This is an optimization exercise on Yosys and OpenROAD, whose aim is small area, a short achievable clock period and few clock cycles per item, not a production implementation.
RTL that was checked went through simulation tests only; none was proved equivalent to the original.
No functional check of the RTL was part of runs 1, 2, 5 and 6.
Power and IR drop assume default switching activity.

### design/flow/config.mk
export PLATFORM = sky130hd
export DESIGN_NAME = pack_enc
export DESIGN_NICKNAME = pack_enc
export VERILOG_FILES = /design/flow/design.v
export SDC_FILE = /design/flow/constraint.sdc
export NUM_CORES = 4
export LEC_CHECK = 0
export CAP_MARGIN = 20
export CORE_MARGIN = 2
export CORE_UTILIZATION = 40
export SLEW_MARGIN = 20
### design/flow/constraint.sdc
create_clock -name core_clock -period 16.0 [get_ports {clk}]
set_input_delay 3.2000 -clock core_clock [delete_from_list [all_inputs] [get_ports {clk}]]
set_output_delay 3.2000 -clock core_clock [all_outputs]
set_load 0.01 [all_outputs]
### design/flow/design.v
module pack_enc (
    input  wire        clk,
    input  wire        rst,
    input  wire        in_valid,
    output wire        in_ready,
    input  wire [15:0] in_pix,      
    input  wire [15:0] in_up,       
    input  wire        in_first,    
    input  wire        in_last,     
    input  wire        in_noprev,   
    input  wire        in_eos,      
    output wire        out_valid,
    input  wire        out_ready,
    output wire [31:0] out_data,
    output wire        out_last
);
    localparam N  = 67;            
    localparam DQ = 4;             
    integer i;
    reg        rdy_r;
    reg        p0v;
    reg [15:0] p0_A, p0_B, p0_Ap, p0_Bp;
    reg        p0_f, p0_n;          
    reg        p0_l, p0_e;          
    reg [5:0]  acnt;                
    wire        take = in_valid & rdy_r;
    wire        p0_be = p0_l | (acnt == 6'd63);      
    wire        p0_se = p0_l & p0_e;                 
    wire        gt_ab = p0_Ap > p0_B;
    wire        hi    = (p0_Bp >= p0_Ap) & (p0_Bp >= p0_B);    
    wire        lo    = (p0_Bp <= p0_Ap) & (p0_Bp <= p0_B);    
    wire        med_a = hi ? ~gt_ab : (lo &  gt_ab);
    wire        med_b = hi ?  gt_ab : (lo & ~gt_ab);
    wire        sel_0 = p0_n & p0_f;                     
    wire        sel_a = p0_n ? ~p0_f : (~p0_f & med_a);  
    wire        sel_b = ~p0_n & (p0_f | med_b);          
    wire [15:0] r_a = p0_A - p0_Ap;
    wire [15:0] r_b = p0_A - p0_B;
    wire [15:0] na  = ~p0_Ap;
    wire [15:0] nb  = ~p0_B;
    wire [15:0] cs1 = p0_A ^ na ^ nb;
    wire [15:0] cc1 = {(p0_A[14:0] & na[14:0]) | (p0_A[14:0] & nb[14:0]) | (na[14:0] & nb[14:0]), 1'b0};
    wire [15:0] cs2 = cs1 ^ cc1 ^ p0_Bp;
    wire [15:0] cc2 = {(cs1[14:0] & cc1[14:0]) | (cs1[14:0] & p0_Bp[14:0]) | (cc1[14:0] & p0_Bp[14:0]), 1'b0};
    wire [15:0] r_g = cs2 + cc2 + 16'd2;
    wire [15:0] r   = sel_0 ? p0_A : (sel_a ? r_a : (sel_b ? r_b : r_g));
    reg        p1v;
    reg [15:0] p1_r;
    reg        p1_be, p1_se;
    wire [15:0] e   = p1_r[15] ? ~{p1_r[14:0], 1'b0} : {p1_r[14:0], 1'b0};
    reg        qv;
    reg [15:0] q_e;
    reg        q_be, q_se;
    wire        have = qv | p1v;
    wire [15:0] w_e  = qv ? q_e  : e;
    wire        w_be = qv ? q_be : p1_be;
    wire        w_se = qv ? q_se : p1_se;
    reg [16*N-1:0] ring;
    reg [6:0]      nlive;           
    reg [6:0]      hp;              
    reg [6:0]      np;              
    wire [15:0]    head = ring[16*N-1 -: 16];
    wire [15:0]    r0   = ring[15:0];
    reg [5:0]  d_len [0:DQ-1];
    reg        d_se  [0:DQ-1];
    reg [3:0]  d_k   [0:DQ-1];
    reg [1:0]  dwp, kwp, drp;
    reg [2:0]  dcnt;
    reg [5:0]  wcnt;                
    reg [5:0]  rcnt;                
    wire [5:0] h_len = d_len[drp];
    wire       h_se  = d_se[drp];
    wire [3:0] h_k   = d_k[drp];
    wire       rlast = (rcnt == h_len);
    reg  z_r;                       
    reg  f_r;                       
    reg  a_r;                       
    reg  rdp_r;                     
    reg  room_r;                    
    wire e1_rdy;
    wire rd      = rdp_r & e1_rdy;
    wire ring_ok = z_r | (a_r & (~f_r | rd));
    wire wr      = have & ring_ok & (~w_be | room_r);
    wire push    = wr & w_be;
    wire pop     = rd & rlast;
    wire p1_mv = p1v & (~qv | wr);
    wire q_ld  = p1v & (qv ? wr : ~wr);
    wire qv_n  = qv ? (~wr | p1v) : (p1v & ~wr);
    wire p0_mv = p0v & (~p1v | p1_mv);
    wire p1v_n = p0_mv | (p1v & ~p1_mv);
    wire p0v_n = take | (p0v & ~p0_mv);
    wire [6:0] nlive_rd = nlive - {6'd0, rd};
    wire [6:0] nlive_n  = nlive_rd + {6'd0, wr};
    wire [2:0] dcnt_n   = dcnt + {2'd0, push} - {2'd0, pop};
    wire       hp_last  = (nlive_rd != 7'd0) & (rd | (hp == N - 2));
    always @(posedge clk) begin
        ring <= {ring[16*(N-1)-1:0], wr ? w_e : head};
        if (q_ld) begin
            q_e  <= e;
            q_be <= p1_be;
            q_se <= p1_se;
        end
        if (p0_mv) begin
            p1_r  <= r;
            p1_be <= p0_be;
            p1_se <= p0_se;
        end
        if (take) begin
            p0_A  <= in_pix;
            p0_B  <= in_up;
            p0_Ap <= p0_A;
            p0_Bp <= p0_B;
            p0_f  <= in_first;
            p0_n  <= in_noprev;
            p0_l  <= in_last;
            p0_e  <= in_eos;
        end
        np <= wr ? 7'd0 : ((np == N - 1) ? 7'd0 : np + 7'd1);
        a_r <= wr | (np == N - 1);
        if (nlive_rd == 7'd0)
            hp <= 7'd0;
        else if (!rd)
            hp <= (hp == N - 1) ? 7'd0 : hp + 7'd1;
        if (push) begin
            d_len[dwp] <= wcnt;
            d_se[dwp]  <= w_se;
        end
        if (rst) begin
            rdy_r <= 1'b1;
            p0v   <= 1'b0;
            p1v   <= 1'b0;
            z_r   <= 1'b1;
            f_r   <= 1'b0;
            rdp_r <= 1'b0;
            room_r <= 1'b1;
            qv    <= 1'b0;
            acnt  <= 6'd0;
            p0_A  <= 16'd0;
            p0_B  <= 16'd0;
            nlive <= 7'd0;
            wcnt  <= 6'd0;
            rcnt  <= 6'd0;
            dcnt  <= 3'd0;
            dwp   <= 2'd0;
            drp   <= 2'd0;
        end else begin
            rdy_r <= ~(p0v_n & p1v_n & qv_n);
            p0v   <= p0v_n;
            p1v   <= p1v_n;
            z_r   <= (nlive_n == 7'd0);
            f_r   <= (nlive_n == N);
            rdp_r <= (nlive_n != 7'd0) & hp_last & (dcnt_n != 3'd0);
            room_r <= (dcnt_n != DQ);
            qv    <= qv_n;
            if (p0_mv)
                acnt <= p0_be ? 6'd0 : acnt + 6'd1;
            nlive <= nlive_n;
            if (wr)
                wcnt <= w_be ? 6'd0 : wcnt + 6'd1;
            if (rd)
                rcnt <= rlast ? 6'd0 : rcnt + 6'd1;
            dcnt <= dcnt_n;
            if (push)
                dwp <= dwp + 2'd1;
            if (pop)
                drp <= drp + 2'd1;
        end
    end
    function [5:0] clen;
        input [15:0] v;
        input [3:0]  k;
        reg   [15:0] q;
        begin
            q = v >> k;
            clen = (q < 16'd24) ? (q[5:0] + 6'd1 + {2'b00, k}) : 6'd40;
        end
    endfunction
    reg          s_v, s_be, sclr;
    reg  [191:0] sums;
    reg          am0, am1;
    reg  [47:0]  as_;               
    reg  [7:0]   ai_;
    wire [47:0] l2s;
    wire [7:0]  l2i;
    genvar g;
    generate
        for (g = 0; g < 4; g = g + 1) begin : g_l2
            wire [11:0] s0 = sums[48 * g +: 12];
            wire [11:0] s1 = sums[48 * g + 12 +: 12];
            wire [11:0] s2 = sums[48 * g + 24 +: 12];
            wire [11:0] s3 = sums[48 * g + 36 +: 12];
            wire c01 = s1 < s0;
            wire c23 = s3 < s2;
            wire c02 = s2 < s0;
            wire c03 = s3 < s0;
            wire c12 = s2 < s1;
            wire c13 = s3 < s1;
            wire hi  = c01 ? (c23 ? c13 : c12) : (c23 ? c03 : c02);
            wire [1:0] w = {hi, hi ? c23 : c01};
            assign l2i[2 * g +: 2]   = w;
            assign l2s[12 * g +: 12] = (w == 2'd0) ? s0 : (w == 2'd1) ? s1 : (w == 2'd2) ? s2 : s3;
        end
        for (g = 0; g < 16; g = g + 1) begin : g_sum
            if (g < 12) begin : g_w
                always @(posedge clk)
                    sums[12 * g +: 12] <= (sclr ? 12'd0 : sums[12 * g +: 12]) +
                                          (s_v ? {6'd0, clen(r0, g)} : 12'd0);
            end else begin : g_n
                always @(posedge clk) begin
                    sums[12 * g +: 11] <= (sclr ? 11'd0 : sums[12 * g +: 11]) +
                                          (s_v ? {5'd0, clen(r0, g)} : 11'd0);
                    sums[12 * g + 11]  <= 1'b0;
                end
            end
        end
    endgenerate
    wire [11:0] a0 = as_[11:0], a1 = as_[23:12], a2 = as_[35:24], a3 = as_[47:36];
    wire        b01 = a1 < a0;
    wire        b23 = a3 < a2;
    wire        b02 = a2 < a0;
    wire        b03 = a3 < a0;
    wire        b12 = a2 < a1;
    wire        b13 = a3 < a1;
    wire        bhi = b01 ? (b23 ? b13 : b12) : (b23 ? b03 : b02);
    wire [1:0]  bw  = {bhi, bhi ? b23 : b01};
    wire [3:0]  kbest = {bw, (bw == 2'd0) ? ai_[1:0] : (bw == 2'd1) ? ai_[3:2] :
                             (bw == 2'd2) ? ai_[5:4] : ai_[7:6]};
    always @(posedge clk) begin
        as_  <= l2s;
        ai_  <= l2i;
        s_be <= w_be;
        if (am1)
            d_k[kwp] <= kbest;
        if (rst) begin
            s_v  <= 1'b0;
            sclr <= 1'b1;
            am0  <= 1'b0;
            am1  <= 1'b0;
            kwp  <= 2'd0;
        end else begin
            s_v <= wr;
            if (s_v)
                sclr <= s_be;
            am0 <= s_v & s_be;
            am1 <= am0;
            if (am1)
                kwp <= kwp + 2'd1;
        end
    end
    reg        e1v, e1_esc, e1_f, e1_l;
    reg [4:0]  e1_q;
    reg [15:0] e1_m;
    reg [3:0]  e1_k;
    wire [15:0] hq   = head >> h_k;
    wire        hesc = (|hq[15:5]) | (hq[4] & hq[3]);
    reg        e2v, e2_l;
    reg [43:0] e2_item;
    reg [5:0]  e2_len;
    wire [4:0]  sh    = e1_esc ? 5'd24 : e1_q + 5'd1;
    wire [23:0] ones  = e1_esc ? 24'hFF_FFFF : ~(24'hFF_FFFF << e1_q);
    wire [39:0] code  = {16'd0, ones} | ({24'd0, e1_m} << sh);
    wire [5:0]  clen1 = e1_esc ? 6'd40 : ({1'b0, e1_q} + 6'd1 + {2'b00, e1_k});
    wire [43:0] item  = e1_f ? {code, e1_k} : {4'd0, code};
    wire [5:0]  ilen  = clen1 + (e1_f ? 6'd4 : 6'd0);
    reg [75:0] acc;
    reg [6:0]  nacc;
    reg [2:0]  lf;                  
    reg [31:0] w0, w1;
    reg        w0v, w1v, w0l, w1l;
    reg         xfer;               
    reg  [6:0]  p;                  
    reg         app;                
    wire [75:0] accx = xfer ? {32'd0, acc[75:32]} : acc;
    wire [2:0]  lfx  = xfer ? {1'b0, lf[2:1]} : lf;
    wire [7:0]  pend = {1'b0, p} + {2'b00, e2_len};
    wire [75:0] ins  = {32'd0, e2_item} << p[5:0];
    wire [6:0]  pend1 = pend[6:0] - 7'd1;
    wire [6:0]  rup  = {pend1[6:5] + 2'd1, 5'd0};
    assign e1_rdy = ~e1v | ~e2v | app;
    wire   e2_rdy = ~e2v | app;
    wire   e1_mv  = e1v & e2_rdy;
    wire pop_w = w0v & out_ready;
    wire w0_free = ~w0v | pop_w;
    wire [6:0] nacc_n = (app & e2_l) ? rup : (app ? pend[6:0] : p);
    wire       w0v_n  = w0_free ? (w1v | xfer) : w0v;
    wire       w1v_n  = w0_free ? 1'b0 : (w1v | xfer);
    wire       e2v_n  = e1_mv | (e2v & ~app);
    wire [5:0] len_n  = e1_mv ? ilen : e2_len;
    wire       xfer_n = (nacc_n[6] | nacc_n[5]) & ~(w0v_n & w1v_n);
    wire [6:0] nacc_m = nacc_n - 7'd32;
    wire [7:0] end_x  = {1'b0, nacc_m} + {2'b00, len_n};
    wire [7:0] end_n  = {1'b0, nacc_n} + {2'b00, len_n};
    wire       fit_x  = ~nacc_m[6] & (end_x <= 8'd76);
    wire       fit_n  = ~nacc_n[6] & (end_n <= 8'd76);
    wire       app_n  = e2v_n & (xfer_n ? fit_x : fit_n);
    always @(posedge clk) begin
        if (rd) begin
            e1_q   <= hq[4:0];
            e1_esc <= hesc;
            e1_m   <= hesc ? head : (head & ~(16'hFFFF << h_k));
            e1_k   <= h_k;
            e1_f   <= (rcnt == 6'd0);
            e1_l   <= rlast & h_se;
        end
        if (e1_mv) begin
            e2_item <= item;
            e2_len  <= ilen;
            e2_l    <= e1_l;
        end
        if (w0_free) begin
            if (w1v) begin
                w0  <= w1;
                w0l <= w1l;
            end else begin
                w0  <= acc[31:0];
                w0l <= lf[0];
            end
        end else if (xfer) begin
            w1  <= acc[31:0];
            w1l <= lf[0];
        end
        if (rst) begin
            e1v  <= 1'b0;
            e2v  <= 1'b0;
            acc  <= 76'd0;
            nacc <= 7'd0;
            lf   <= 3'd0;
            xfer <= 1'b0;
            p    <= 7'd0;
            app  <= 1'b0;
            w0v  <= 1'b0;
            w1v  <= 1'b0;
        end else begin
            e1v <= rd | (e1v & ~e2_rdy);
            e2v <= e1_mv | (e2v & ~app);
            acc <= accx | (app ? ins : 76'd0);
            nacc <= nacc_n;
            lf   <= (app & e2_l) ? (lfx | (3'd1 << pend1[6:5])) : lfx;
            xfer <= xfer_n;
            p    <= xfer_n ? nacc_m : nacc_n;
            app  <= app_n;
            if (w0_free) begin
                w0v <= w1v | xfer;
                w1v <= 1'b0;
            end else if (xfer) begin
                w1v <= 1'b1;
            end
        end
    end
    assign in_ready  = rdy_r;
    assign out_valid = w0v;
    assign out_data  = w0;
    assign out_last  = w0l;
endmodule
### design/flow/flow/run.sh
#!/bin/bash
# The standard layout, with faster port buffers, larger clock sink clusters and no dummy clock loads.
set -euo pipefail
export BUFFER_PORTS_ARGS="-buffer_cell sky130_fd_sc_hd__buf_4"
export CTS_ARGS="-sink_clustering_enable -repair_clock_nets -dont_use_dummy_load -sink_clustering_size 24 -sink_clustering_max_diameter 100"
bash standard.sh > standard.log 2>&1
### design/flow/standard.sh
#!/bin/bash
# synth_recipe.tcl (not shown) runs the flow's synth.tcl, then flattens the netlist and writes it again
# the make line also repeats each setting of config.mk as NAME=value (left out here)
make -C /OpenROAD-flow-scripts/flow DESIGN_CONFIG=/design/flow/config.mk WORK_HOME=/design/flow/orfs CLKGATE_MAP_FILE= SYNTH_SCRIPT=/design/flow/synth_recipe.tcl "${@:-finish}"
==> flow_summary_export.csv, run 1 <==
group,metric,value,unit
run_status,status,"no timing/DRC/antenna violations",
synthesis,syn-num-nets,6909,
routing,drcViolationCount,0,
global_routing,track_usage,17.1,%
setup_path,critPathCapture,"p1_r[15]",
timing,relSlewSlack,23.1,%
floorplan,initial_core_util,40.3,%
timing,grt_setup_unrepaired,"no",
timing,report.final.slew_viol_count,0,
clocking,clkTransAtPathRegs,90,ps
synthesis,async_flop_share,0,%
routing,ant_nets,0,
synthesis,ys_seq_elements,1764,
floorplan,fp.dieH,421,um
clocking,cts_tree,"done",
timing,fin_crit,4670,ps
global_routing,antenna_found_initial,1,
clocking,insertion_delay,750,ps
setup_path,startpoint_type,"flip-flop",
timing,timing.final.crit_share,29.2,%
clocking,clock-sinks,1764,
layout,fillers,16100,
synthesis,synthTopCellsByArea,"dfxtp_1 44%, ha_1 11%, edfxtp_1 11%, mux2i_1 3.3%, nor2_1 2.7%",
routing,viasPerCell,5.07,
timing,setup_slack,11330,ps
setup_path,r2r_start,"p0_Ap[3]",
routing,wl,151000,um
setup_path,worstReg2RegEnd,"p1_r[15]",
synthesis,post_synth.cell_area_avg,11.2,um2
place,hpwl,112000,um
setup_path,r2r_slack,11330,ps
power_and_ir_drop,p_leak,29.9,nW
setup_path,critPathMaxFanout,4,
clocking,cts_made_buffers,89,
routing,vias,43200,
timing,fmax,214,MHz
flow_run,cap_viol_max_count,0,
synthesis,seq_area_frac_synth,54.5,%
setup_path,crit_arrival,5090,ps
clocking,root_buffer,"clkbuf_16",
global_routing,grt_pass1_wl,240000,um
global_routing,grt_overflow_total,0,
timing,fin_setup_tns,0,ps
floorplan,core-area,172000,um2
floorplan,io_pins,75,
synthesis,synthesis.instances,6204,
clocking,cts_max_level,3,
routing,dr.pass1.iters,8,
synthesis,syn_area,69400,um2
timing,setup_viol_count_final,0,
global_routing,grt_pass1_vias,42700,
place,dp_slack,10880,ps
clocking,cts_setup_buffers,0,
power_and_ir_drop,vdd_ir_drop_max,0.0000787,V
setup_path,critPathRequiredTime,16420,ps
power_and_ir_drop,powerDensity,109,nW/um2
synthesis,synth_flop_cell,"dfxtp_1",
routing,drtIter0Drc,2586,
global_routing,grt_max_degree,91,
synthesis,synth_edf_count,255,
floorplan,rows,152,
timing,worst_clock_skew,104,ps
layout,layout-drive-gt1-share,5.92,%
place,place_congestion,0.908,
setup_path,critPathLaunch,"p0_Ap[3]",
setup_path,end_kind,"flip-flop",
synthesis,synth_cell_type_count,85,
synthesis,synth_commonest_cells,"1509 x dfxtp_1, 614 x ha_1, 499 x nor2_1",
floorplan,dieArea,177000,um2
worst_hold_path,hp-class,"reg2reg",
clocking,cts_buffer_depth,3,
clocking,postCtsHoldBufs,0,
routing,routedWlPerCell,17.7,um
floorplan,fp.dieW,421,um
synthesis,yosysTopAreaCell,"dfxtp_1",
synthesis,synth_most_common_cell,"dfxtp_1",
place,portBuffers,74,
setup_path,worst-setup-path-type,"reg2reg",
clocking,postCtsResizedCells,0,
setup_path,r2r_cells,14,
layout,fin_nets,6924,
synthesis,synth_warnings,1,
layout,area_growth,7.58,%
timing,tightest_slew,1140,ps
timing,finalHoldViolCount,0,
synthesis,synth_top_cell_area_share,43.5,%
## cell usage in the layout (no fill, tap or decap), types with 122 or more instances in the layout
cell / count
xnor2_1: 205
ha_1: 614
dfxtp_1: 1505
a21oi_1: 356
o21ai_0: 208
nor2b_1: 122
inv_1: 352
mux2i_1: 229
nand2_1: 410
edfxtp_1: 255
nor2_1: 496
## worst max-delay path, cell delays in order, from the launching register on
cell and delay [ps]:
edfxtp_1 400, inv_1 150, fa_1 480, fa_1 480, ha_1 350, ha_1 320, a211oi_1 300, o21bai_1 130
a21o_1 220, a21o_1 200, a41o_1 270, o41ai_1 560, mux2i_1 170, o32ai_1 290, a211oi_1 80
## metrics by stage
stage,util [%],cells,hold slack (ps),area (um2),power (W)
2_1_floorplan,-,6204,310,69400,0.00562
3_3_place_gp,42.1,8438,310,72400,0.00591
3_5_place_dp,42.1,8438,312,72500,0.00593
4_1_cts,43.4,8527,278,74700,0.00826
5_1_grt,43.4,8527,280,74700,0.00855
6_report,43.4,8529,277,74700,0.00815
## where the power goes
group          leakage (nW)  switching [W]  internal, W
Sequential             14.6       0.000104      0.00471
Combinational          14.2       0.000602     0.000420
Clock                  1.10        0.00132     0.000991
Total                  29.9        0.00203      0.00612
## logic make-up after synthesis
group                      count (synthesis)  synth area share (%)
DFF                                     1764                  54.5
and+or+nand+nor                         1477                  9.81
AOI/OAI and AO/OA                       1104                  10.3
adders and majority gates                666                  12.6
buffers and inverters                    552                  3.08
muxes                                    354                  6.14
xor gates and xnor gates                 287                  3.62
## registers in the layout (all words and copies together) (netlist names), 24 cells and up, named ones only
signal and cells:
acc 76, g_l2.s1 47, w1 32, as_ 47
g_l2.s3 47, g_l2.s2 47, e2_item 44, ring 1072
w0 32, g_l2.s0 47, d_len 24
## layer usage
| metal | GRT usage (%) | share of wire, % | wire, um |
|---|---|---|---|
| met1 | 22.4 | 46 | 69200 |
| met3 | 1.98 | 3.7 | 5580 |
| met4 | 6.07 | 3.4 | 5090 |
| met5 | 0 | 0 | 0 |
| met2 | 28.9 | 47 | 71100 |
## how the worst min path moves through the flow
stage	startpoint	end	slack [ps]	cells past startpoint
2_1_floorplan	ring[984]	ring[1000]	310	0
6_report	ring[597]	ring[613]	280	0
5_1_grt	ring[629]	ring[645]	280	0
4_1_cts	ring[629]	ring[645]	280	0
3_3_place_gp	ring[100]	ring[116]	310	0
3_5_place_dp	ring[1041]	ring[1057]	310	0
## area by class of cell
cell class              count  area, um2  area share [%]
diodes                      2       5.00         0.00670
clock buffers              89       2230            2.98
inverters                 361       1360            1.82
multi-input cells        3888      29500            39.5
flip-flops and latches   1764      37900            50.7
well taps                2310       2890            3.87
repair buffers            115        867            1.16
==> inputs of run 2 (changes only) <==
==> design/flow/flow/run.sh (replaced) <==
#!/bin/bash
# The standard layout, with faster port buffers, larger clock sink clusters and no dummy clock loads.
set -euo pipefail
export BUFFER_PORTS_ARGS="-buffer_cell sky130_fd_sc_hd__buf_4"
export CTS_ARGS="-sink_clustering_enable -repair_clock_nets -dont_use_dummy_load -sink_clustering_size 30 -sink_clustering_max_diameter 60"
bash standard.sh > standard.log 2>&1
==> run 2 against run 1 <==
  * Still clean on timing, DRC and antenna
  * Combinational power hardly changed
  * Area after synthesis is the same
  * Hold slack got worse by 13 ps
  * First-iteration DRC count down 1.5%
  * Final area up 1.4%
  * Clock-buffer cell count rose by 42
  * Critical path depth shrank 13
  * Critical endpoint is now in_ready
  * Largest cell class unchanged
==> flow_summary_export.csv, run 2 <==
group,metric,value,unit
floorplan,fp.dieW,421,um
routing,ant_nets,0,
setup_path,critPathRequiredTime,12800,ps
routing,vias,43300,
setup_path,worstReg2RegEnd,"p1_r[15]",
synthesis,async_flop_share,0,%
clocking,postCtsHoldBufs,0,
setup_path,r2r_slack,11410,ps
setup_path,worst-path-buf-inv,1,
place,place_congestion,0.908,
synthesis,synth_fa_ha_area_share,12.6,%
setup_path,cp_slowest_stage_delay,500,ps
setup_path,cp_slowest_cell,"dfxtp_1",
setup_path,crit_arrival,1450,ps
place,hpwl,112000,um
power_and_ir_drop,power_frac_comb,11.7,%
synthesis,synth_flop_cell,"dfxtp_1",
synthesis,post_synth.cell_area_avg,11.2,um2
timing,report.final.slew_viol_count,0,
clocking,cts_made_buffers,131,
worst_hold_path,hold_path_end,"ring[74]",
timing,fin_crit,4650,ps
global_routing,grt_overflow_total,0,
floorplan,fp.dieH,421,um
synthesis,synthTopCellsByArea,"dfxtp_1 44%, ha_1 11%, edfxtp_1 11%, mux2i_1 3.3%, nor2_1 2.7%",
routing,routedWlPerCell,17.7,um
worst_hold_path,min_path_cells,0,
global_routing,antenna_found_initial,4,
setup_path,critical-path-top-delay-family,"flip-flops",
power_and_ir_drop,p_sw,0.00211,W
synthesis,synth_cell_type_count,85,
power_and_ir_drop,p_leak,30.4,nW
timing,timing.final.crit_share,29.0,%
synthesis,synth_edf_count,255,
clocking,clock-sinks,1764,
layout,largest_reg_flops,1072,
synthesis,synthesis.instances,6204,
layout,layout_top_registers,"ring: 1072 flops, acc: 76 flops",
timing,finalHoldViolCount,0,
clocking,postCtsResizedCells,0,
setup_path,critPathMaxFanout,2,
synthesis,synth_commonest_cells,"1509 x dfxtp_1, 614 x ha_1, 499 x nor2_1",
place,portBuffers,74,
synthesis,syn-num-nets,6909,
setup_path,r2r_cells,14,
clocking,cts_max_level,4,
timing,worst_clock_skew,88.9,ps
clocking,cts_tree,"done",
layout,layout-drive-gt1-share,6.55,%
synthesis,synthMuxAreaShare,6.14,%
global_routing,grt_pass1_vias,43000,
timing,grt_setup_unrepaired,"no",
setup_path,worst-setup-path-type,"reg2out",
layout,fin_nets,6966,
power_and_ir_drop,p_int,0.00657,W
synthesis,seq_area_frac_synth,54.5,%
run_status,status,"no timing/DRC/antenna violations",
global_routing,grt_max_degree,91,
routing,viasPerCell,5.05,
global_routing,track_usage,17.2,%
setup_path,startpoint_type,"flip-flop",
layout,fillers,16000,
floorplan,dieArea,177000,um2
flow_run,cap_viol_max_count,0,
layout,diodes,0,
setup_path,path_cells,"buf_4",
synthesis,synth_warnings,1,
floorplan,io_pins,75,
worst_hold_path,hp-class,"reg2reg",
synthesis,syn_area,69400,um2
routing,wl,151000,um
timing,relSlewSlack,27.6,%
synthesis,yosysTopAreaCell,"dfxtp_1",
synthesis,ys_seq_elements,1764,
timing,fin_setup_tns,0,ps
clocking,root_buffer,"clkbuf_16",
synthesis,synth_top_cell_area_share,43.5,%
power_and_ir_drop,swShare,24.3,%
timing,setup_slack,11350,ps
synthesis,synthSimpleGateAreaFrac,9.81,%
routing,drcViolationCount,0,
power_and_ir_drop,clkPwrFrac,32.8,%
floorplan,core-area,172000,um2
synthesis,synth_top_family_by_area,"adder cells",
layout,layout.cells.most_common,"dfxtp_1",
timing,fmax,215,MHz
clocking,insertion_delay,780,ps
floorplan,initial_core_util,40.3,%
synthesis,synth_most_common_cell,"dfxtp_1",
layout,area_growth,9.09,%
floorplan,rows,152,
setup_path,end_kind,"output pin",
clocking,cts_setup_buffers,0,
worst_hold_path,hp-start,"ring[58]",
timing,setup_viol_count_final,0,
timing,tightest_slew,1080,ps
power_and_ir_drop,seqPwrFrac,55.5,%
layout,largest-register,"ring",
routing,drtIter0Drc,2546,
synthesis,synth_compound_area_share,10.3,%
global_routing,grt_pass1_wl,240000,um
power_and_ir_drop,vdd_ir_drop_max,0.000108,V
setup_path,r2r_start,"p0_B[3]",
place,dp_slack,10880,ps
clocking,clkTransAtPathRegs,90,ps
synthesis,synthXorXnorAreaFrac,3.62,%
routing,dr.pass1.iters,5,
power_and_ir_drop,powerDensity,115,nW/um2
clocking,cts_buffer_depth,3,
layout,final_cell_mix,"1505 x dfxtp_1, 614 x ha_1, 496 x nor2_1",
## run 2: cell counts after synthesis
Identical to the previous run, type by type.
## run 2: layout make-up
cell class | count | area, um2 | area share [%]
multi-input cells | 3888 | 29500 | 38.9
repair buffers | 115 | 867 | 1.14
clock buffers | 131 | 3280 | 4.33
inverters | 361 | 1360 | 1.80
flip-flops and latches | 1764 | 37900 | 50.0
well taps | 2310 | 2890 | 3.82
## run 2: metal layers
metal	track usage, %	wire [um]	vias to the layer above
li1	-	-	21600
met1	22.3	69000	20600
met2	29.1	71700	772
met3	2.66	6090	262
met4	5.56	4500	0
met5	0	0	-
## run 2: cell families after synthesis
kind of cell	Yosys count
XOR/XNOR	287
buffers and inverters	552
flip-flops	1764
AO/OA/AOI/OAI	1104
AND/OR/NAND/NOR	1477
multiplexers	354
adder cells (fa/ha/maj)	666
## run 2: power groups by stage
stage | Clock (W) | Sequential [W] | Combinational [W]
CTS | 0.00295 | 0.00482 | 0.00102
floorplan | 0 | 0.00487 | 0.000750
global route | 0.00311 | 0.00484 | 0.00114
detailed placement | 0 | 0.00492 | 0.00101
finish | 0.00284 | 0.00482 | 0.00102
global placement | 0 | 0.00492 | 0.000995
## run 2: stage by stage
stage	power (W)	cell area, um2	std cells	hold slack, ps	util (%)
5_1_grt	0.00909	75700	8569	265	44.0
6_report	0.00868	75700	8569	264	44.0
2_1_floorplan	0.00562	69400	6204	310	-
3_5_place_dp	0.00593	72500	8438	312	42.1
3_3_place_gp	0.00591	72400	8438	310	42.1
4_1_cts	0.00879	75700	8569	262	44.0
## run 2: how the worst max path moves through the flow
stage / from / end / slack (ps) / cells after the start
2_1_floorplan: out_ready / w1[0] / 9980 / 2
3_3_place_gp: rst / app / 10920 / 4
3_5_place_dp: rst / app / 10880 / 4
4_1_cts: rdy_r / in_ready / 11200 / 1
5_1_grt: p0_B[3] / p1_r[15] / 11080 / 14
6_report: rdy_r / in_ready / 11350 / 1
==> inputs of run 3 (changes only) <==
--- a/design/flow/design.v
+++ b/design/flow/design.v
@@ -19,3 +19,6 @@
     integer i;
-    reg        rdy_r;
+    reg        rdy_r;               
+    reg        full_r;              
+    reg [15:0] p0_D;                
+    reg        p0_cga, p0_cla;      
     reg        p0v;
@@ -25,3 +28,3 @@
     reg [5:0]  acnt;                
-    wire        take = in_valid & rdy_r;
+    wire        take = in_valid & ~full_r;
     wire        p0_be = p0_l | (acnt == 6'd63);      
@@ -29,4 +32,4 @@
     wire        gt_ab = p0_Ap > p0_B;
-    wire        hi    = (p0_Bp >= p0_Ap) & (p0_Bp >= p0_B);    
-    wire        lo    = (p0_Bp <= p0_Ap) & (p0_Bp <= p0_B);    
+    wire        hi    = p0_cga & (p0_Bp >= p0_B);    
+    wire        lo    = p0_cla & (p0_Bp <= p0_B);    
     wire        med_a = hi ? ~gt_ab : (lo &  gt_ab);
@@ -38,9 +41,7 @@
     wire [15:0] r_b = p0_A - p0_B;
-    wire [15:0] na  = ~p0_Ap;
     wire [15:0] nb  = ~p0_B;
-    wire [15:0] cs1 = p0_A ^ na ^ nb;
-    wire [15:0] cc1 = {(p0_A[14:0] & na[14:0]) | (p0_A[14:0] & nb[14:0]) | (na[14:0] & nb[14:0]), 1'b0};
-    wire [15:0] cs2 = cs1 ^ cc1 ^ p0_Bp;
-    wire [15:0] cc2 = {(cs1[14:0] & cc1[14:0]) | (cs1[14:0] & p0_Bp[14:0]) | (cc1[14:0] & p0_Bp[14:0]), 1'b0};
-    wire [15:0] r_g = cs2 + cc2 + 16'd2;
+    wire [15:0] nd  = ~p0_D;
+    wire [15:0] cs1 = p0_A ^ nb ^ nd;
+    wire [15:0] cc1 = {(p0_A[14:0] & nb[14:0]) | (p0_A[14:0] & nd[14:0]) | (nb[14:0] & nd[14:0]), 1'b0};
+    wire [15:0] r_g = cs1 + cc1 + 16'd2;
     wire [15:0] r   = sel_0 ? p0_A : (sel_a ? r_a : (sel_b ? r_b : r_g));
@@ -112,2 +113,5 @@
             p0_Bp <= p0_B;
+            p0_D  <= p0_A - p0_B;
+            p0_cga <= p0_B >= p0_A;
+            p0_cla <= p0_B <= p0_A;
             p0_f  <= in_first;
@@ -129,2 +133,3 @@
             rdy_r <= 1'b1;
+            full_r <= 1'b0;
             p0v   <= 1'b0;
@@ -147,2 +152,3 @@
             rdy_r <= ~(p0v_n & p1v_n & qv_n);
+            full_r <= p0v_n & p1v_n & qv_n;
             p0v   <= p0v_n;
==> design/flow/flow/run.sh (replaced) <==
#!/bin/bash
# The standard layout, with faster port buffers, larger clock sink clusters and no dummy clock loads.
set -euo pipefail
export BUFFER_PORTS_ARGS="-buffer_cell sky130_fd_sc_hd__buf_4"
export CTS_ARGS="-sink_clustering_enable -repair_clock_nets -dont_use_dummy_load -sink_clustering_size 24 -sink_clustering_max_diameter 100"
bash standard.sh > standard.log 2>&1
==> run 3 against run 2 <==
  * Still clean
  * Critical path depth increased by 3
  * Clock-buffer cell count decreased by 43
  * Routed wire length decreased by 6.0%
  * Combinational power decreased by 14%
  * Setup slack improved by 29 ps
  * Maximum frequency increased by 0.63%
  * Hold slack improved by 33 ps
  * Clock skew decreased by 11 ps
  * Sequential power about the same
  * Area after synthesis decreased by 0.71%
  * Largest power group unchanged
  * Highest routed layer unchanged
==> flow_summary_export.csv, run 3 <==
group,metric,value,unit
routing,ant_nets,0,
layout,largest_reg_flops,1072,
place,portBuffers,74,
floorplan,rows,152,
floorplan,fp.dieW,419,um
setup_path,r2r_slack,11550,ps
global_routing,grt_pass1_vias,41700,
setup_path,cp_slowest_cell,"buf_4",
synthesis,synthesis.instances,6120,
clocking,insertion_delay,720,ps
clocking,root_buffer,"clkbuf_16",
setup_path,critical-path-top-delay-family,"buffers and inverters",
timing,fin_crit,4620,ps
worst_hold_path,hold_path_end,"ring[1018]",
synthesis,synth_commonest_cells,"1510 x dfxtp_1, 583 x ha_1, 466 x nor2_1",
setup_path,critPathMaxFanout,85,
synthesis,synthTopCellsByArea,"dfxtp_1 44%, edfxtp_1 12%, ha_1 11%, mux2i_1 3.2%, a21oi_1 2.8%",
power_and_ir_drop,p_leak,29.6,nW
timing,tightest_slew,1170,ps
layout,largest-register,"ring",
layout,area_growth,7.47,%
setup_path,worst-setup-path-type,"in2reg",
floorplan,core-area,171000,um2
power_and_ir_drop,vdd_ir_drop_max,0.0000861,V
setup_path,end_kind,"flip-flop",
synthesis,post_synth.cell_area_avg,11.3,um2
synthesis,synth_edf_count,273,
setup_path,r2r_start,"sclr",
floorplan,io_pins,75,
clocking,postCtsResizedCells,0,
global_routing,antenna_found_initial,4,
place,hpwl,103000,um
run_status,status,"no timing/DRC/antenna violations",
timing,report.final.slew_viol_count,0,
timing,grt_setup_unrepaired,"no",
worst_hold_path,hp-start,"ring[1002]",
routing,drtIter0Drc,2698,
setup_path,critPathRequiredTime,16580,ps
power_and_ir_drop,total_power,0.00801,W
routing,routedWlPerCell,16.9,um
setup_path,cp_slowest_stage_delay,790,ps
synthesis,ys_seq_elements,1783,
timing,fin_setup_tns,0,ps
setup_path,crit_arrival,5200,ps
worst_hold_path,min_path_cells,0,
setup_path,r2r_cells,12,
timing,timing.final.crit_share,28.9,%
clocking,postCtsHoldBufs,0,
synthesis,synth_top_cell_area_share,43.9,%
global_routing,grt_overflow_total,0,
setup_path,crit_top_cell,"buf_4",
clocking,cts_made_buffers,88,
synthesis,yosysTopAreaCell,"dfxtp_1",
synthesis,synth_warnings,1,
routing,viasPerCell,4.98,
timing,setup_viol_count_final,0,
clocking,cts_max_level,3,
layout,final_util,43.2,%
flow_run,cap_viol_max_count,0,
floorplan,fp.dieH,419,um
layout,ff_latch_area,38400,um2
timing,relSlewSlack,21.2,%
synthesis,synth_cell_type_count,91,
global_routing,grt_pass1_wl,229000,um
worst_hold_path,hp-class,"reg2reg",
timing,finalHoldViolCount,0,
clocking,cts_tree,"done",
layout,multi_input_area,28400,um2
place,place_congestion,0.882,
layout,layout.cells.most_common,"dfxtp_1",
synthesis,seq_area_frac_synth,55.7,%
layout,final_cell_mix,"1506 x dfxtp_1, 583 x ha_1, 463 x nor2_1",
setup_path,path_cells,"buf_4 > buf_4 > or2_2 > a21oi_1",
floorplan,initial_core_util,40.2,%
synthesis,async_flop_share,0,%
layout,fin_nets,6781,
routing,drcViolationCount,0,
global_routing,track_usage,16.1,%
layout,layout-drive-gt1-share,6.10,%
timing,fmax,217,MHz
clocking,cts_buffer_depth,3,
setup_path,path_depth,4,
setup_path,worstReg2RegEnd,"g_l2[2].s2[8]",
routing,dr.pass1.iters,8,
clocking,cts_setup_buffers,0,
setup_path,worst-path-buf-inv,2,
layout,fillers,16100,
setup_path,startpoint_type,"input port",
synthesis,syn_area,68900,um2
power_and_ir_drop,powerDensity,108,nW/um2
global_routing,grt_max_degree,87,
synthesis,syn-num-nets,6780,
timing,worst_clock_skew,78.1,ps
synthesis,synth_flop_cell,"dfxtp_1",
synthesis,synth_most_common_cell,"dfxtp_1",
routing,vias,42000,
layout,layout_top_registers,"ring: 1072 flops, acc: 76 flops",
floorplan,dieArea,176000,um2
routing,wl,142000,um
clocking,clock-sinks,1783,
clocking,clkTransAtPathRegs,90,ps
-- run 3: worst max path at each step --
stage	startpoint	slack (ps)	end
6_report	rst	11380	rcnt[5]
5_1_grt	sclr	11170	g_l2[2].s1[9]
4_1_cts	w0[26]	11450	out_data[26]
3_5_place_dp	rst	10690	rcnt[5]
3_3_place_gp	rst	10690	rcnt[3]
2_1_floorplan	out_ready	9980	w1[0]
-- run 3: through the flow --
step | hold slack, ps | area, um2 | cells | worst slack [ps]
2_1_floorplan | 310 | 68900 | 6120 | 9980
3_3_place_gp | 310 | 71800 | 8340 | 10690
3_5_place_dp | 312 | 71900 | 8340 | 10690
4_1_cts | 283 | 74100 | 8428 | 11450
5_1_grt | 297 | 74100 | 8429 | 11170
6_report | 297 | 74100 | 8434 | 11380
-- run 3: cells by family (layout without fill, tap and decap cells) --
kind of cell | count (synthesis) | count (layout) | synth area share, %
AO/OA/AOI/OAI | 1124 | 1124 | 10.5
AND/OR/NAND/NOR | 1394 | 1394 | 9.30
other | 0 | 5 | 0
XOR/XNOR | 290 | 290 | 3.68
buffers and inverters | 564 | 563 | 3.18
multiplexers | 344 | 344 | 5.94
adder cells (fa/ha/maj) | 621 | 621 | 11.7
flip-flops | 1783 | 1783 | 55.7
-- run 3: final cells by class --
| type | count | area share (%) |
|---|---|---|
| Timing Repair Buffer | 107 | 1.09 |
| Inverter | 368 | 1.86 |
| Multi-Input combinational cell | 3773 | 38.3 |
| Tap cell | 2310 | 3.90 |
| Sequential cell | 1783 | 51.9 |
| Clock buffer | 88 | 2.97 |
| Antenna cell | 5 | 0.0169 |
-- run 3: power by group --
group / total, W / switching, W / internal, W
registers: 0.00484 / 0.0000909 / 0.00475
clock network: 0.00229 / 0.00131 / 0.000982
logic: 0.000875 / 0.000511 / 0.000364
-- run 3: per-layer routing --
metal	track usage [%]	part of all wire, %	up-vias
li1	-	-	21200
met1	21.9	47	20100
met2	27.5	47	630
met3	1.91	3.6	156
met4	3.57	1.8	0
met5	0	0	-
-- run 3: worst reg2reg max path, cell delays in order, from the launching register on --
cell and delay (ps):
dfxtp_4 650, buf_4 740, buf_4 910, nor2b_1 180, ha_1 250, fa_1 400
a21o_1 190, a21oi_1 230, o21bai_1 100, a21oi_1 350, nor3_1 110, xnor2_1 150
nor2_1 50
Testbench counts of run 3, summed over its fixed seeds: cycles 77,551, items 76,898.
==> inputs of run 4 (changes only) <==
==> design/flow/flow/run.sh (replaced) <==
#!/bin/bash
# The standard layout, with faster port buffers, larger clock sink clusters and no dummy clock loads.
set -euo pipefail
export BUFFER_PORTS_ARGS="-buffer_cell sky130_fd_sc_hd__buf_4"
export CTS_ARGS="-sink_clustering_enable -repair_clock_nets -dont_use_dummy_load -sink_clustering_size 28 -sink_clustering_max_diameter 80"
bash standard.sh > standard.log 2>&1
==> run 4 against run 3 <==
  * Total power is 1.1% higher
  * Synthesized cell count stayed put
  * Still clean
  * Routed wire length hardly changed
  * Register-to-register slack hardly changed
  * Largest power group unchanged
  * Flip-flop and latch count stayed put
  * First-iteration DRC count is 1.4% lower
  * Clock-buffer cell count is 7 higher
  * Clock skew is 37 ps higher
  * Sequential share of layout area is 0.12 points lower
  * Combinational power hardly changed
  * Global-route usage hardly changed
==> flow_summary_export.csv, run 4 <==
group,metric,value,unit
run_status,status,"no timing/DRC/antenna violations",
setup_path,critPathLaunch,"rst",
clocking,insertion_delay,760,ps
power_and_ir_drop,vdd_ir_drop_max,0.0000954,V
place,portBuffers,74,
synthesis,async_flop_share,0,%
setup_path,critPathCapture,"rcnt[5]",
floorplan,dieArea,176000,um2
synthesis,synth_cell_type_count,91,
setup_path,cp_slowest_cell,"buf_4",
global_routing,grt_pass1_wl,228000,um
synthesis,synthTopCellsByArea,"dfxtp_1 44%, edfxtp_1 12%, ha_1 11%, mux2i_1 3.2%, a21oi_1 2.8%",
clocking,root_buffer,"clkbuf_16",
clocking,cts_max_level,3,
routing,drtIter0Drc,2661,
synthesis,synthesis.instances,6120,
setup_path,r2r_cells,12,
setup_path,worstReg2RegEnd,"g_l2[2].s2[8]",
setup_path,crit_arrival,5170,ps
timing,fin_setup_tns,0,ps
floorplan,io_pins,75,
synthesis,synth_flop_cell,"dfxtp_1",
global_routing,antenna_found_initial,5,
setup_path,cp_slowest_stage_delay,790,ps
clocking,postCtsHoldBufs,0,
setup_path,r2r_slack,11540,ps
timing,worst_clock_skew,115,ps
global_routing,grt_pass1_vias,41600,
setup_path,end_kind,"flip-flop",
setup_path,critPathRequiredTime,16580,ps
floorplan,fp.dieH,419,um
timing,report.final.slew_viol_count,0,
layout,fillers,16000,
setup_path,critPathMaxFanout,85,
layout,layout_top_registers,"ring: 1072 flops, acc: 76 flops",
setup_path,worst-setup-path-type,"in2reg",
routing,wl,142000,um
clocking,clkTransAtPathRegs,90,ps
layout,largest_reg_flops,1072,
power_and_ir_drop,seqPwrFrac,59.8,%
clocking,cts_tree,"done",
place,dp_cells,8340,
power_and_ir_drop,power_frac_comb,10.8,%
routing,vias,42100,
setup_path,crit_top_cell,"buf_4",
routing,dr.pass1.iters,6,
layout,finalNonFillerCells,8439,
power_and_ir_drop,powerDensity,109,nW/um2
floorplan,initial_core_util,40.2,%
clocking,cts_made_buffers,95,
power_and_ir_drop,swShare,23.8,%
clocking,cts_buffer_depth,3,
global_routing,grt_overflow_total,0,
global_routing,grt_max_degree,87,
synthesis,synth_commonest_cells,"1510 x dfxtp_1, 583 x ha_1, 466 x nor2_1",
timing,tightest_slew,1220,ps
synthesis,synth_top_cell_area_share,43.9,%
floorplan,rows,152,
clocking,clock-sinks,1783,
synthesis,syn-num-nets,6780,
timing,finalHoldViolCount,0,
layout,area_growth,7.72,%
timing,fin_crit,4590,ps
synthesis,synth_most_common_cell,"dfxtp_1",
clocking,postCtsResizedCells,0,
power_and_ir_drop,clkPwrFrac,29.4,%
layout,final_cell_mix,"1506 x dfxtp_1, 583 x ha_1, 463 x nor2_1",
timing,setup_viol_count_final,0,
setup_path,r2r_start,"sclr",
synthesis,seq_area_frac_synth,55.7,%
global_routing,track_usage,16.1,%
timing,fmax,218,MHz
synthesis,syn_area,68900,um2
clocking,cts_setup_buffers,0,
routing,drcViolationCount,0,
power_and_ir_drop,p_leak,29.7,nW
synthesis,synth_edf_count,273,
floorplan,core-area,171000,um2
setup_path,startpoint_type,"input port",
synthesis,ys_seq_elements,1783,
layout,fin_nets,6788,
routing,routedWlPerCell,16.8,um
timing,timing.final.crit_share,28.7,%
place,place_congestion,0.882,
floorplan,fp.dieW,419,um
synthesis,yosysTopAreaCell,"dfxtp_1",
layout,largest-register,"ring",
routing,ant_nets,0,
routing,viasPerCell,4.99,
synthesis,post_synth.cell_area_avg,11.3,um2
layout,layout.cells.most_common,"dfxtp_1",
timing,grt_setup_unrepaired,"no",
setup_path,path_cells,"buf_4 > buf_4 > or2_2 > a21oi_1",
timing,relSlewSlack,17.8,%
flow_run,cap_viol_max_count,0,
layout,layout-drive-gt1-share,6.20,%
worst_hold_path,hp-class,"reg2reg",
power_and_ir_drop,p_int,0.00617,W
place,hpwl,103000,um
synthesis,synth_warnings,1,
power_and_ir_drop,p_sw,0.00193,W
## run 4: worst min path at each step
| stage | startpoint | end | slack, ps | cells after the start |
|---|---|---|---|---|
| finish | ring[234] | ring[250] | 260 | 0 |
| global route | ring[298] | ring[314] | 260 | 0 |
| CTS | ring[234] | ring[250] | 260 | 0 |
| detailed placement | ring[85] | ring[101] | 310 | 0 |
| global placement | ring[389] | ring[405] | 310 | 0 |
| floorplan | ring[984] | ring[1000] | 310 | 0 |
## run 4: cell families (layout without fill, tap and decap cells)
kind of cell / after synthesis / count (layout) / synth area share [%]
other cells: 0 / 3 / 0
flops: 1783 / 1783 / 55.7
fa+ha+maj: 621 / 621 / 11.7
buf+inv: 564 / 570 / 3.18
xor+xnor: 290 / 290 / 3.68
simple gates: 1394 / 1394 / 9.30
compound gates: 1124 / 1124 / 10.5
mux: 344 / 344 / 5.94
## run 4: critical path, delay by kind of cell
kind | cells | cell delay [ps]
AND/OR/NAND/NOR | 1 | 300
buffers and inverters | 2 | 1450
AO/OA/AOI/OAI | 1 | 60
## run 4: layer usage
layer  up-vias  GRT usage, %  part of all wire [%]
met3       170          2.16                   3.8
met4         0          3.65                   2.0
met1     20100          21.8                    47
met5         -             0                     0
li1      21200             -                     -
met2       645          27.3                    47
## run 4: power by group through the flow
stage               registers [W]  clock network [W]  logic, W
finish                    0.00485            0.00238  0.000876
global route              0.00487            0.00263  0.000976
CTS                       0.00485            0.00248  0.000873
detailed placement        0.00495                  0  0.000867
global placement          0.00495                  0  0.000855
floorplan                 0.00491                  0  0.000647
## run 4: cell type report
class / instances / area [um2] / share of cell area, %
multi-input combinational: 3773 / 28400 / 38.2
sequential: 1783 / 38400 / 51.8
tap: 2310 / 2890 / 3.89
timing repair buffer: 107 / 807 / 1.09
inverter: 368 / 1380 / 1.86
clock buffer: 95 / 2380 / 3.20
antenna: 3 / 7.51 / 0.0101
## run 4: metrics by stage
step / instance area [um2] / total power [W] / setup slack [ps] / hold WS [ps] / util, %
6_report: 74300 / 0.00810 / 11410 / 263 / 43.3
5_1_grt: 74200 / 0.00847 / 11150 / 263 / 43.3
4_1_cts: 74200 / 0.00820 / 11410 / 261 / 43.3
3_5_place_dp: 71900 / 0.00582 / 10690 / 312 / 41.9
3_3_place_gp: 71800 / 0.00580 / 10690 / 310 / 41.9
2_1_floorplan: 68900 / 0.00556 / 9980 / 310 / -
==> inputs of run 5 (changes only) <==
--- a/design/flow/design.v
+++ b/design/flow/design.v
@@ -19,2 +19,5 @@
     integer i;
+    reg rst_r;
+    always @(posedge clk)
+        rst_r <= rst;
     reg        rdy_r;               
@@ -95,3 +98,14 @@
     wire [2:0] dcnt_n   = dcnt + {2'd0, push} - {2'd0, pop};
-    wire       hp_last  = (nlive_rd != 7'd0) & (rd | (hp == N - 2));
+    wire       nl0  = (nlive == 7'd0);
+    wire       nl1  = (nlive == 7'd1);
+    wire       nlN1 = (nlive == N - 1);
+    wire       z_n  = ~wr & (rd ? nl1 : nl0);
+    wire       f_n  = wr ? (rd ? f_r : nlN1) : (~rd & f_r);
+    wire       hp_last = (rd ? ~nl1 : ~nl0) & (rd | (hp == N - 2));
+    wire       d0   = (dcnt == 3'd0);
+    wire       d1   = (dcnt == 3'd1);
+    wire       dN   = (dcnt == DQ);
+    wire       dN1  = (dcnt == DQ - 1);
+    wire       dnz_n  = push | (pop ? ~(d0 | d1) : ~d0);
+    wire       room_n = (push == pop) ? ~dN : (pop | ~(dN | dN1));
     always @(posedge clk) begin
@@ -131,5 +145,5 @@
         end
-        if (rst) begin
-            rdy_r <= 1'b1;
-            full_r <= 1'b0;
+        if (rst_r) begin
+            rdy_r <= 1'b0;
+            full_r <= 1'b1;
             p0v   <= 1'b0;
@@ -155,6 +169,6 @@
             p1v   <= p1v_n;
-            z_r   <= (nlive_n == 7'd0);
-            f_r   <= (nlive_n == N);
-            rdp_r <= (nlive_n != 7'd0) & hp_last & (dcnt_n != 3'd0);
-            room_r <= (dcnt_n != DQ);
+            z_r   <= z_n;
+            f_r   <= f_n;
+            rdp_r <= ~z_n & hp_last & dnz_n;
+            room_r <= room_n;
             qv    <= qv_n;
@@ -173,2 +187,6 @@
         end
+        if (rst) begin
+            rdy_r  <= 1'b0;
+            full_r <= 1'b1;
+        end
     end
@@ -239,3 +257,3 @@
             d_k[kwp] <= kbest;
-        if (rst) begin
+        if (rst_r) begin
             s_v  <= 1'b0;
@@ -327,3 +345,3 @@
         end
-        if (rst) begin
+        if (rst_r) begin
             e1v  <= 1'b0;
@@ -354,2 +372,4 @@
         end
+        if (rst)
+            w0v <= 1'b0;
     end
==> run 5 against run 4 <==
  * Still clean on timing, DRC and antenna
  * Clock-buffer cell count increased by 2
  * Sequential power is 4% lower
  * Area after synthesis increased by 0.54%
  * Hold slack improved by 0.55 ps
  * Clock power about the same
  * Largest power group unchanged
  * Highest routed layer unchanged
==> flow_summary_export.csv, run 5 <==
group,metric,value,unit
timing,worst_clock_skew,112,ps
layout,final_cell_mix,"1506 x dfxtp_1, 583 x ha_1, 482 x nor2_1",
global_routing,grt_max_degree,94,
routing,routedWlPerCell,17.0,um
worst_hold_path,hp-class,"reg2reg",
setup_path,critical-path-top-delay-family,"flip-flops",
clocking,clock-sinks,1784,
synthesis,synthTopCellsByArea,"dfxtp_1 44%, edfxtp_1 12%, ha_1 11%, mux2i_1 3.8%, a21oi_1 3.1%",
floorplan,rows,152,
place,dpl_cell_area,72200,um2
setup_path,end_kind,"output pin",
synthesis,synth_most_common_cell,"dfxtp_1",
setup_path,cp_slowest_cell,"dfxtp_1",
synthesis,yosysTopAreaCell,"dfxtp_1",
clocking,cts_setup_buffers,0,
clocking,cts_buffer_depth,3,
place,portBuffers,74,
timing,report.final.slew_viol_count,0,
layout,layout_top_registers,"ring: 1072 flops, acc: 76 flops",
setup_path,worst-setup-path-type,"reg2out",
clocking,postCtsResizedCells,0,
floorplan,io_pins,75,
synthesis,synth_edf_count,273,
timing,tightest_slew,1080,ps
place,dp_cells,8404,
floorplan,dieArea,177000,um2
global_routing,track_usage,16.3,%
setup_path,path_depth,1,
layout,fin_area,74700,um2
clocking,clkTransAtPathRegs,90,ps
synthesis,synthesis.instances,6181,
synthesis,async_flop_share,0,%
power_and_ir_drop,powerDensity,101,nW/um2
setup_path,critPathMaxFanout,2,
layout,layout.cells.most_common,"dfxtp_1",
synthesis,synth_cell_type_count,88,
floorplan,initial_core_util,40.3,%
timing,fin_crit,4550,ps
timing,fin_setup_tns,0,ps
setup_path,path_cells,"buf_4",
clocking,root_buffer,"clkbuf_16",
setup_path,r2r_cells,17,
clocking,insertion_delay,730,ps
setup_path,worst-path-buf-inv,1,
clocking,postCtsHoldBufs,0,
worst_hold_path,min_path_cells,0,
routing,drtIter0Drc,2632,
synthesis,ys_seq_elements,1784,
routing,vias,42700,
power_and_ir_drop,total_power,0.00755,W
global_routing,grt_pass1_wl,231000,um
synthesis,synth_flop_cell,"dfxtp_1",
layout,layout-drive-gt1-share,6.11,%
power_and_ir_drop,vdd_ir_drop_max,0.0000948,V
floorplan,core-area,172000,um2
timing,setup_viol_count_final,0,
clocking,cts_made_buffers,97,
place,place_congestion,0.891,
flow_run,cap_viol_max_count,0,
layout,largest-register,"ring",
synthesis,synth_warnings,1,
timing,relSlewSlack,25.8,%
layout,area_growth,7.75,%
timing,fmax,220,MHz
routing,wl,144000,um
global_routing,grt_pass1_vias,41700,
setup_path,startpoint_type,"flip-flop",
synthesis,syn-num-nets,6841,
clocking,cts_tree,"done",
setup_path,cp_slowest_stage_delay,450,ps
routing,drcViolationCount,0,
layout,largest_reg_flops,1072,
layout,fin_nets,6853,
synthesis,synth_commonest_cells,"1511 x dfxtp_1, 583 x ha_1, 484 x nor2_1",
synthesis,seq_area_frac_synth,55.5,%
power_and_ir_drop,p_leak,30.1,nW
global_routing,antenna_found_initial,3,
global_routing,grt_overflow_total,0,
timing,timing.final.crit_share,28.4,%
routing,dr.pass1.iters,8,
layout,finalNonFillerCells,8502,
setup_path,crit_arrival,1350,ps
floorplan,fp.dieW,420,um
place,hpwl,106000,um
synthesis,syn_area,69300,um2
setup_path,critPathRequiredTime,12800,ps
synthesis,post_synth.cell_area_avg,11.2,um2
synthesis,synth_top_cell_area_share,43.6,%
floorplan,fp.dieH,420,um
timing,finalHoldViolCount,0,
routing,ant_nets,0,
routing,viasPerCell,5.02,
run_status,status,"no timing/DRC/antenna violations",
clocking,cts_max_level,3,
timing,grt_setup_unrepaired,"no",
run 5: cell count changes after synthesis, sizes merged, moves of 10 or more:
cell,delta
nand2,-21
nand4,+14
a21oi,+43
o22ai,+17
nand2b,-11
mux2,-12
a21o,+23
o211ai,-38
a22oi,-30
nor3,+10
nor2,+21
mux2i,+44
run 5: cell type report:
class                      count  area [um2]
sequential                  1784       38500
fill                       16100       97200
timing repair buffer         111         833
antenna                        1        2.50
multi-input combinational   3833       28700
tap                         2310        2890
clock buffer                  97        2430
inverter                     366        1370
run 5: layer usage:
layer | routed length (um) | vias up | track usage, % | share of wire, %
met4 | 4030 | 0 | 4.64 | 2.8
met5 | 0 | - | 0 | 0
met1 | 69000 | 20500 | 22.6 | 48
met2 | 66700 | 609 | 26.9 | 46
li1 | - | 21400 | - | -
met3 | 4610 | 201 | 1.92 | 3.2
run 5: where the power goes:
| part | leakage, nW | internal, W | switching (W) |
|---|---|---|---|
| Combinational | 14.1 | 0.000206 | 0.000268 |
| Sequential | 14.8 | 0.00462 | 0.0000446 |
| Clock | 1.20 | 0.00107 | 0.00133 |
run 5: worst paths after layout:
path / startpoint / endpoint / slack [ps]
worst min register to register: ring[579] / ring[595] / 260
worst min-delay path: ring[579] / ring[595] / 260
worst max-delay path: w0v / out_valid / 11450
worst max register to register: app / dcnt[2] / 11510
run 5: metrics by stage:
stage / hold slack [ps] / utilization (%) / setup slack (ps)
after detailed placement: 312 / 42.0 / 10920
after floorplan: 310 / - / 9980
final: 263 / 43.4 / 11450
after global placement: 310 / 42.0 / 10950
after global routing: 258 / 43.4 / 11060
after CTS: 261 / 43.4 / 11300
run 5: cell families after synthesis:
kind of cell             count (synthesis)  synth area share (%)
multiplexers                           377                  6.35
AND/OR/NAND/NOR                       1418                  9.47
adder cells (fa/ha/maj)                620                  11.6
flip-flops                            1784                  55.5
AO/OA/AOI/OAI                         1125                  10.2
buffers and inverters                  564                  3.17
XOR/XNOR                               293                  3.70
==> inputs of run 6 (changes only) <==
==> design/flow/flow/run.sh (replaced) <==
#!/bin/bash
# The standard layout, with faster port buffers, larger clock sink clusters, no dummy clock
# loads, and adders left to ABC instead of the library's full/half-adder cells.
set -euo pipefail
export ADDER_MAP_FILE=
export BUFFER_PORTS_ARGS="-buffer_cell sky130_fd_sc_hd__buf_4"
export CTS_ARGS="-sink_clustering_enable -repair_clock_nets -dont_use_dummy_load -sink_clustering_size 28 -sink_clustering_max_diameter 80"
bash standard.sh > standard.log 2>&1
==> run 6 against run 5 <==
  * Combinational power is 43% lower
  * Global-route usage is 0.28 points higher
  * Die area is 3.6% lower
  * Cell count is 1.3% lower
  * Non-clock buffer count is 18 higher
  * Via count is 2.5% higher
  * Clock-buffer cell count is 2 lower
  * Routed wire length is 0.35% lower
  * First-iteration DRC count is 28% higher
  * Area after synthesis is 3.7% lower
  * Flip-flop and latch count stayed put
  * Largest cell class unchanged
  * Largest power group unchanged
==> flow_summary_export.csv, run 6 <==
group,metric,value,unit
power_and_ir_drop,seqPwrFrac,63.6,%
clocking,clock-sinks,1784,
clocking,clkTransAtPathRegs,100,ps
timing,report.final.slew_viol_count,0,
routing,dr.pass1.iters,6,
layout,layout_top_registers,"ring: 1072 flops, acc: 76 flops",
power_and_ir_drop,p_int,0.00576,W
worst_hold_path,hp-class,"reg2reg",
setup_path,worstReg2RegEnd,"as_[32]",
timing,timing.final.crit_share,32.2,%
layout,layout.cells.most_common,"dfxtp_1",
floorplan,rows,149,
synthesis,async_flop_share,0,%
clocking,cts_tree,"done",
layout,largest_reg_flops,1072,
clocking,cts_max_level,3,
synthesis,post_synth.cell_area_avg,10.6,um2
synthesis,seq_area_frac_synth,57.6,%
worst_hold_path,min_path_cells,0,
setup_path,worst-setup-path-type,"reg2reg",
layout,diodes,0,
floorplan,fp.dieW,413,um
layout,largest-register,"ring",
power_and_ir_drop,p_leak,25.5,nW
timing,finalHoldViolCount,0,
synthesis,synthTopCellsByArea,"dfxtp_1 45%, edfxtp_1 12%, xnor2_1 3.9%, maj3_1 3.3%, nor2_1 3.2%",
synthesis,yosysTopAreaCell,"dfxtp_1",
global_routing,track_usage,16.6,%
timing,holdWs,215,ps
setup_path,r2r_cells,13,
layout,fin_nets,6243,
power_and_ir_drop,clkPwrFrac,32.7,%
global_routing,grt_overflow_total,0,
routing,vias,43700,
clocking,cts_buffer_depth,3,
timing,tightest_slew,1180,ps
floorplan,initial_core_util,40.4,%
place,dp_cells,8295,
synthesis,synth_most_common_cell,"dfxtp_1",
clocking,root_buffer,"clkbuf_16",
global_routing,grt_pass1_vias,41300,
layout,final_util,43.3,%
timing,fmax,194,MHz
clocking,cts_made_buffers,95,
setup_path,end_kind,"flip-flop",
floorplan,core-area,165000,um2
setup_path,critPathRequiredTime,16570,ps
setup_path,r2r_slack,10840,ps
flow_run,cap_viol_max_count,0,
timing,grt_setup_unrepaired,"no",
timing,relSlewSlack,21.2,%
timing,fin_setup_tns,0,ps
place,place_congestion,0.890,
setup_path,critPathLaunch,"g_l2[2].s3[0]",
global_routing,antenna_found_initial,4,
layout,final_cell_mix,"1504 x dfxtp_1, 561 x nor2_1, 494 x nand2_1",
place,portBuffers,74,
synthesis,synth_commonest_cells,"1511 x dfxtp_1, 564 x nor2_1, 494 x nand2_1",
global_routing,grt_pass1_wl,230000,um
routing,drtIter0Drc,3363,
power_and_ir_drop,swShare,21.0,%
layout,area_growth,7.21,%
setup_path,crit_arrival,5730,ps
run_status,status,"no timing/DRC/antenna violations",
synthesis,syn_area,66800,um2
synthesis,synth_edf_count,273,
synthesis,synth_warnings,1,
clocking,insertion_delay,750,ps
routing,routedWlPerCell,17.2,um
power_and_ir_drop,power_frac_comb,3.7,%
synthesis,synth_flop_cell,"dfxtp_1",
worst_hold_path,hp-start,"ring[703]",
power_and_ir_drop,p_sw,0.00153,W
power_and_ir_drop,powerDensity,102,nW/um2
synthesis,synthesis.instances,6322,
timing,setup_viol_count_final,0,
power_and_ir_drop,vdd_ir_drop_max,0.0000806,V
global_routing,grt_max_degree,126,
clocking,cts_setup_buffers,0,
routing,ant_nets,0,
worst_hold_path,hold_path_end,"ring[719]",
synthesis,syn-num-nets,6362,
clocking,postCtsResizedCells,0,
floorplan,fp.dieH,413,um
routing,viasPerCell,5.21,
place,dp_slack,10690,ps
routing,wl,144000,um
clocking,postCtsHoldBufs,0,
setup_path,startpoint_type,"flip-flop",
synthesis,ys_seq_elements,1784,
routing,drcViolationCount,0,
floorplan,io_pins,75,
timing,fin_crit,5160,ps
timing,worst_clock_skew,103,ps
floorplan,dieArea,170000,um2
setup_path,r2r_start,"g_l2[2].s3[0]",
timing,setup_slack,10840,ps
layout,layout-drive-gt1-share,7.16,%
setup_path,critPathMaxFanout,24,
place,hpwl,101000,um
synthesis,synth_cell_type_count,95,
layout,finalNonFillerCells,8390,
synthesis,synth_top_cell_area_share,45.3,%
-- run 6: cell count changes in the layout (fill, tap and decap cells not counted), moves of 37 or more --
cell and delta:
xor2_1 +46, inv_1 -105, maj3_1 +219, o21ai_0 +97
xnor2_1 +94, mux2i_1 -68, o22ai_1 +39, ha_1 -583
a21o_1 -130, nand2_1 +92, fa_1 -37, a22oi_1 +42
a21oi_1 -63, nor2_1 +79
-- run 6: final cells by class --
| type | count | area [um2] |
|---|---|---|
| Clock buffer | 95 | 2380 |
| Fill cell | 15600 | 93800 |
| Inverter | 263 | 988 |
| Multi-Input combinational cell | 3930 | 26000 |
| Sequential cell | 1784 | 38500 |
| Tap cell | 2189 | 2740 |
| Timing Repair Buffer | 129 | 981 |
-- run 6: critical path: stages (launching register included) --
cell      delay (ps)
dfxtp_1          450
and2b_1          210
maj3_1           350
maj3_1           360
maj3_1           370
maj3_1           370
o221ai_1         200
a41o_1           750
o21ai_0          180
o21ai_0          120
o41ai_1          140
nor4b_4          830
or2_1            560
o21ai_2          120
-- run 6: power groups by stage --
stage / clock [W] / sequential, W / combinational [W]
after floorplan: 0 / 0.00472 / 0.000209
final: 0.00238 / 0.00464 / 0.000269
after global routing: 0.00264 / 0.00465 / 0.000298
after CTS: 0.00249 / 0.00464 / 0.000268
after detailed placement: 0 / 0.00474 / 0.000267
after global placement: 0 / 0.00474 / 0.000263
-- run 6: worst max-delay path by stage --
stage / endpoint
floorplan: w1[0]
detailed placement: app
global route: as_[32]
CTS: as_[32]
global placement: full_r
finish: as_[32]
-- run 6: cell families after synthesis --
kind of cell / after synthesis / share of synthesized area, %
adders and majority gates: 246 / 3.74
AOI/OAI and AO/OA: 1267 / 12.2
and+or+nand+nor: 1661 / 11.5
DFF: 1784 / 57.6
muxes: 319 / 5.69
buffers and inverters: 608 / 3.50
xor gates and xnor gates: 437 / 5.81
-- run 6: per-stage QoR --
stage                     instance area [um2]  power, W
after floorplan                         66800   0.00493
after global placement                  69200   0.00500
after detailed placement                69200   0.00501
after CTS                               71600   0.00739
after global routing                    71600   0.00759
final                                   71600   0.00729
-- run 6: metal layers --
metal  GRT usage, %  up-vias  part of all wire, %
li1               -    21600                    -
met5              0        -                0.021
met2           27.7      908                   47
met1           22.6    20900                   46
met3           2.05      224                  3.7
met4           4.87        4                  2.8

re-timing with driven ports:
How much do the figures lean on ideal ports? The routed layouts below were timed once more, with nothing changed but the port constraints. Step 1: set_driving_cell puts a clkbuf_16 on clk and a buf_2 on each other input, an assumption about the parent block. Step 2 also shifts input and output timing later by t, the mid clock arrival at the registers, as if the neighbouring blocks saw the same clock. a / b / c = ideal / step 1 / step 2; a / b = the first two.
run | t (ns) | slack for setup (ns) | worst slew at a driven data input, ns
run 1 | 0.781 | 11.333 / 11.333 / 10.892 | 0.07
run 2 | 0.825 | 11.354 / 11.272 / 10.945 | 0.07
run 3 | 0.754 | 11.383 / 11.425 / 10.671 | 0.08
run 4 | 0.769 | 11.408 / 11.427 / 10.679 | 0.09
run 5 | 0.754 | 11.453 / 11.378 / 10.971 | 0.08
run 6 | 0.776 | 10.841 / 10.841 / 10.670 | 0.08
After both steps every run listed still meets setup and hold. The setup slack of run 4, which loses most, moves by +0.019 ns with the drivers and by -0.729 ns with both steps.
